This is an optimization exercise on Yosys and OpenROAD, whose aim is small area, a short achievable clock period and few clock cycles per item, not a production implementation. At most, simulation tests tie the RTL to the original design; equivalence was not proved. No activity file was given, so power comes from the tool's default toggle rates.

Setup of JK:
## psn_line_decoder
module psn_line_decoder (
    input  wire        clk,
    input  wire        rst_n,
    input  wire        in_valid,
    output wire        in_ready,
    input  wire [39:0] in_beat,
    input  wire        in_marked,
    input  wire [3:0]  in_mark_pos,
    output wire        out_valid,
    input  wire        out_ready,
    output wire [31:0] out_data,
    output wire        out_last,
    output wire [2:0]  out_status,
    output wire [3:0]  out_pos
);
    localparam integer RN = 18;           
    localparam integer EX = RN - 2;       
    localparam [2:0] ST_CLEAN     = 3'd0;
    localparam [2:0] ST_CORRECTED = 3'd1;
    localparam [2:0] ST_ERASURE   = 3'd2;
    localparam [2:0] ST_UNCORR    = 3'd3;
    localparam [2:0] ST_POISON    = 3'd4;
    function [3:0] gf_mul;
        input [3:0] a;
        input [3:0] b;
        reg   [6:0] p;
        integer i;
        begin
            p = 7'd0;
            for (i = 0; i < 4; i = i + 1)
                if (b[i]) p = p ^ ({3'd0, a} << i);
            if (p[6]) p = p ^ 7'b1001100;
            if (p[5]) p = p ^ 7'b0100110;
            if (p[4]) p = p ^ 7'b0010011;
            gf_mul = p[3:0];
        end
  ...
Settings: LEC_CHECK=0, CAP_MARGIN=10, CORE_MARGIN=2, CORE_UTILIZATION=40, CTS_CLUSTER_DIAMETER=80, CTS_CLUSTER_SIZE=30, SETUP_SLACK_MARGIN=4.3, SLEW_MARGIN=10; clock period 7.0 ns.
run.sh (not shown) runs the stock make flow with config.mk's settings and CLKGATE_MAP_FILE= SYNTH_SCRIPT=/design/flow/synth_recipe.tcl, a recipe that flattens the netlist after the stock synthesis.
Testbench counts of JK, summed over its fixed seeds: cycles 23,148, lines 1,440.
[inputs] MS vs JK
--- a/flow/config.mk
+++ b/flow/config.mk
@@ -7,3 +7,3 @@
 export LEC_CHECK = 0
-export CAP_MARGIN = 10
+export CAP_MARGIN = 20
 export CORE_MARGIN = 2
@@ -12,3 +12,3 @@
 export CTS_CLUSTER_SIZE = 30
-export SETUP_SLACK_MARGIN = 4.3
-export SLEW_MARGIN = 10
+export SETUP_SLACK_MARGIN = 4.4
+export SLEW_MARGIN = 20
==> comparison <==
Between JK and MS, clock-buffer cell count decreased.
Diff JK -> MS: total placed instance area flat; total non-filler cell area in the finished layout up 410 um2; routed length on met2 up 3.1%.
Per the comparison of MS with JK, routed wire length up 3.5%, share of total power in the clock network up 1.1 points.
Changes in AL relative to MS:
--- a/flow/config.mk
+++ b/flow/config.mk
@@ -7,3 +7,3 @@
 export LEC_CHECK = 0
-export CAP_MARGIN = 20
+export CAP_MARGIN = 10
 export CORE_MARGIN = 2
@@ -12,3 +12,3 @@
 export CTS_CLUSTER_SIZE = 30
-export SETUP_SLACK_MARGIN = 4.4
-export SLEW_MARGIN = 20
+export SETUP_SLACK_MARGIN = 4.0
+export SLEW_MARGIN = 10
--- outcome ---
Post-placement cell area: AL vs MS, no meaningful difference. Higher wire length of the first global-routing pass among MS and AL: MS. AL ends up with a final instance area that is 530 um2 lower than in MS. Per the comparison of AL with MS, met3 track utilization from global routing now smaller; wire length has decreased. On area taken by flip-flops and latches, MS tracks AL almost exactly. A capturing instance or port of the critical path of count[3] is what AL shows, while out_data[13] belongs to MS. For AL, the kind of critical path was in2reg, unlike MS, where it was reg2out. On sequential share of layout area: AL sits above MS. In the reports for MS and AL, the smaller fraction of power consumed by combinational cells belongs to AL. Post-layout worst setup margin delta for AL relative to MS: 0.35 ns lower.
Relative to AL, the following input files were edited for TR:
--- a/flow/config.mk
+++ b/flow/config.mk
@@ -7,3 +7,3 @@
 export LEC_CHECK = 0
-export CAP_MARGIN = 10
+export CAP_MARGIN = 0
 export CORE_MARGIN = 2
@@ -12,3 +12,4 @@
 export CTS_CLUSTER_SIZE = 30
-export SETUP_SLACK_MARGIN = 4.0
-export SLEW_MARGIN = 10
+export GPL_TIMING_DRIVEN = 0
+export SETUP_SLACK_MARGIN = 4.3
+export SLEW_MARGIN = 0
[summary]
- TR: all stages complete, timing, DRC and antenna checks passed
- Run comparison: TR standard cell with the maximum stage delay on the critical path or4_4; AL standard cell with the maximum stage delay on the critical path clkdlybuf4s50_1
- TR vs. AL: worst path setup slack after routing now sits higher, overall power after layout now sits higher, routed wire length now sits at about the same level, power density normalized to cell area now sits higher.
- Taking AL as the reference, in TR synthesized area roughly the same; non-clock buffer count higher.
- Going from AL to TR, critical path depth shows an increase of 2; global-route usage shows an increase of 0.41 points; number of endpoints with negative hold slack in the final report shows no meaningful change.

## run 1
psn_line_decoder, a different RTL version from the one above (not shown whole).
Size: ~1300 cells after synthesis, roughly 91 I/O pins, about 0.020 mm² of cells after synthesis.
Settings: LEC_CHECK=0, CAP_MARGIN=10, CORE_MARGIN=2, CORE_UTILIZATION=40, CTS_CLUSTER_DIAMETER=80, CTS_CLUSTER_SIZE=30, SETUP_SLACK_MARGIN=4.3, SLEW_MARGIN=10, TNS_END_PERCENT=30; clock period 7.0 ns.
standard.sh (not shown) runs the stock make flow with config.mk's settings and CLKGATE_MAP_FILE= SYNTH_SCRIPT=/design/flow/synth_recipe.tcl, a recipe that flattens the netlist after the stock synthesis.
==> flow/flow/run.sh <==
#!/bin/bash
# The standard layout (standard.sh, unchanged synthesis, floorplan, power grid and
# routing) with two settings passed to the ORFS scripts:
#  - the ports are buffered with sky130_fd_sc_hd__buf_2 instead of the default cell
#    (clkdlybuf4s50_1, a delay cell), still one buffer per input and output port;
#  - clock tree synthesis without dummy loads, with the sink clustering of config.mk.
# standard.sh's full output goes to standard.log in the work folder; ORFS's own logs
# stay under orfs/logs.
set -euo pipefail
export BUFFER_PORTS_ARGS="-buffer_cell sky130_fd_sc_hd__buf_2"
export CTS_ARGS="-sink_clustering_enable -repair_clock_nets -sink_clustering_size 30 -sink_clustering_max_diameter 80 -dont_use_dummy_load"
bash standard.sh > standard.log 2>&1
### run 1 -> run 2
# run 1
export LEC_CHECK = 0
export CAP_MARGIN = 10
export CORE_MARGIN = 2
export CORE_UTILIZATION = 40
export CTS_CLUSTER_DIAMETER = 80
export CTS_CLUSTER_SIZE = 30
export SETUP_SLACK_MARGIN = 4.3
export SLEW_MARGIN = 10
export TNS_END_PERCENT = 30
create_clock -name core_clock -period 7.0 [get_ports {clk}]
# run 2
export LEC_CHECK = 0
export CAP_MARGIN = 10
export CORE_MARGIN = 2
export CORE_UTILIZATION = 55
export CTS_CLUSTER_DIAMETER = 80
export CTS_CLUSTER_SIZE = 30
export SETUP_SLACK_MARGIN = 4.3
export SLEW_MARGIN = 10
create_clock -name core_clock -period 7.0 [get_ports {clk}]
==> results.txt <==
- Summary: with run 1 as the reference, overall power consumption in run 2 moved up slightly.
- In run 2, the normalized max-slew margin came out 6.5 points below the value in run 1.
- On clock insertion delay at the later pin of the skew report, run 2 and run 1 are basically level.
- Looking at post-CTS resize count across run 2 and run 1, the one that comes out higher is run 2.
- Run 2 — overall routing resource usage 4.2 points higher, run 1 as reference
- Wire length of the first global-routing pass in run 2 is 1.6% lower than in run 1
- Between run 2 and run 1, the cell count is lower for run 2.
- Max maximum number of pins on one net before global-route repair across run 2 and run 1: run 1
- Run 2 improves on run 1 in final design instance area without fill.
--- input diff run 2..run 3 ---
# run 2
export LEC_CHECK = 0
export CAP_MARGIN = 10
export CORE_MARGIN = 2
export CORE_UTILIZATION = 55
export CTS_CLUSTER_DIAMETER = 80
export CTS_CLUSTER_SIZE = 30
export SETUP_SLACK_MARGIN = 4.3
export SLEW_MARGIN = 10
create_clock -name core_clock -period 7.0 [get_ports {clk}]
# run 3
export LEC_CHECK = 0
export CAP_MARGIN = 10
export CORE_MARGIN = 2
export CORE_UTILIZATION = 40
export CTS_CLUSTER_DIAMETER = 80
export CTS_CLUSTER_SIZE = 30
export SETUP_SLACK_MARGIN = 4.4
export SLEW_MARGIN = 10
create_clock -name core_clock -period 7.0 [get_ports {clk}]
Findings:
- Run 2 → run 3: count of clock-buffer cells in the layout went up by 9.7%; first-pass GRT wire length picked up an extra 2800 µm; routed wire length rose by 1900 µm; hold slack stayed essentially flat.
> inputs changed (run 3 -> run 4)
# run 3
export LEC_CHECK = 0
export CAP_MARGIN = 10
export CORE_MARGIN = 2
export CORE_UTILIZATION = 40
export CTS_CLUSTER_DIAMETER = 80
export CTS_CLUSTER_SIZE = 30
export SETUP_SLACK_MARGIN = 4.4
export SLEW_MARGIN = 10
create_clock -name core_clock -period 7.0 [get_ports {clk}]
# run 4
export LEC_CHECK = 0
export CAP_MARGIN = 10
export CORE_MARGIN = 2
export CORE_UTILIZATION = 40
export CTS_CLUSTER_DIAMETER = 80
export CTS_CLUSTER_SIZE = 30
export SETUP_SLACK_MARGIN = 4.3
export SLEW_MARGIN = 10
create_clock -name core_clock -period 7.0 [get_ports {clk}]
[summary]
Run 4: all stages complete, timing, DRC and antenna checks passed
The core of run 4 is less densely filled than that of run 3.
Of run 4 and run 3, run 4 shows the higher cell depth of the worst setup path, with run 3 below it.
Summary of run 4 over run 3: total routing resource utilization after global routing about even, post-layout worst setup margin comparable.
Cell area | run 4 vs run 3 | run 4 smaller
Routed metal-1 wirelength was higher in the run labelled run 4.
Taking run 3 as the reference, in run 4 non-clock buffer count shows a reduction of 7.6%, placement-stage cell area shows no meaningful change.
No run of this note included a check of the RTL's function; only the layout flow was run.

Another version of the RTL of psn_line_decoder (not shown whole).
Size in the first run: about 1300 cells after synthesis, ~20000 µm² of cells after synthesis.
Design psn_line_decoder, start of the top module:
module psn_line_decoder (
    input  wire        clk,
    input  wire        rst_n,
    input  wire        in_valid,
    output wire        in_ready,
    input  wire [39:0] in_beat,
    input  wire        in_marked,
    input  wire [3:0]  in_mark_pos,
    output wire        out_valid,
    input  wire        out_ready,
    output wire [31:0] out_data,
    output wire        out_last,
    output wire [2:0]  out_status,
    output wire [3:0]  out_pos
);
Settings: LEC_CHECK=0, CAP_MARGIN=10, CORE_MARGIN=2, CORE_UTILIZATION=40, CTS_CLUSTER_DIAMETER=80, CTS_CLUSTER_SIZE=30, SETUP_SLACK_MARGIN=4.3, SLEW_MARGIN=10; clock period 7.0 ns.
run.sh (not shown) runs the stock make flow with config.mk's settings and CLKGATE_MAP_FILE= SYNTH_SCRIPT=/design/flow/synth_recipe.tcl, a recipe that flattens the netlist after the stock synthesis.
Stock flow here: none of the scripts above is used.
Testbench counts at the start, summed over its fixed seeds: cycles 23,148, lines 1,440.
Then changed:
==> flow/flow/run.sh (new file) <==
#!/bin/bash
# The standard layout (standard.sh, unchanged synthesis, floorplan, power grid and
# routing) with two settings passed to the ORFS scripts:
#  - the ports are buffered with sky130_fd_sc_hd__buf_2 instead of the default cell
#    (clkdlybuf4s50_1, a delay cell), still one buffer per input and output port;
#  - clock tree synthesis without dummy loads, with the sink clustering of config.mk.
# standard.sh's full output goes to standard.log in the work folder; ORFS's own logs
# stay under orfs/logs.
set -euo pipefail
export BUFFER_PORTS_ARGS="-buffer_cell sky130_fd_sc_hd__buf_2"
export CTS_ARGS="-sink_clustering_enable -repair_clock_nets -sink_clustering_size 30 -sink_clustering_max_diameter 80 -dont_use_dummy_load"
bash standard.sh > standard.log 2>&1
==> flow/standard.sh (new file) <==
#!/bin/bash
# synth_recipe.tcl (not shown) runs the flow's synth.tcl, then flattens the netlist and writes it again
# the make line also repeats each setting of config.mk as NAME=value (left out here)
make -C /OpenROAD-flow-scripts/flow DESIGN_CONFIG=/design/flow/config.mk WORK_HOME=/design/flow/orfs CLKGATE_MAP_FILE= SYNTH_SCRIPT=/design/flow/synth_recipe.tcl "${@:-finish}"
removed: flow/run.sh
The new run produced a clean layout.
Routed wire length shrinks slightly.
Die area stays the same.
Total power fell by a few percent.
Clock power is lower by roughly a tenth.
Hold slack degrades by 0.018 ns.
Register-to-register slack is better by 0.04 ns.
Final cell count is lower slightly.
Critical path depth is lower by 5.
Count of clock-buffer cells in the layout drops by 12.
Sequential power barely changes.
Via count is lower slightly.

## port drivers added, routing unchanged
The results above use ideal ports. As a check the final layouts listed here were re-extracted and re-timed, cells and wires unchanged. Step 1 sets driving cells, clkbuf_16 on the clock port and buf_2 on the other inputs (assumed; they add their load-dependent delay and slew). Step 2 adds t to the input delays and takes it off the output delays; t is the mean of the earliest and latest rising clock arrival at the registers after step 1. Input paths then give back, and output paths get back, about the clock's delay inside the block. Three values: ideal, step 1, step 2; two values: the first two.
run | t, ns | slack for setup (ns) | slew at the worst register clock pin (ns)
JK | 0.641 | 4.340 / 4.288 / 3.750 | 0.11 / 0.11
MS | 0.623 | 4.326 / 4.274 / 3.835 | 0.11 / 0.11
AL | 0.645 | 3.973 / 3.957 / 3.354 | 0.11 / 0.11
TR | 0.657 | 4.277 / 4.277 / 3.681 | 0.11 / 0.11
run 1 | 0.632 | 4.328 / 4.279 / 3.892 | 0.11 / 0.11
run 2 | 0.638 | 4.365 / 4.310 / 3.854 | 0.11 / 0.11
run 3 | 0.592 | 4.365 / 4.325 / 3.859 | 0.11 / 0.11
run 4 | 0.583 | 4.368 / 4.329 / 3.894 | 0.11 / 0.11
the first run of note 3 | 0.618 | 4.298 / 4.272 / 3.706 | 0.11 / 0.11
the second run of note 3 | 0.598 | 4.345 / 4.290 / 3.919 | 0.11 / 0.11
After both steps setup and hold are still met in every run listed. For AL, which loses most, drivers alone change the setup slack by -0.016 ns; drivers and shift together by -0.619 ns.
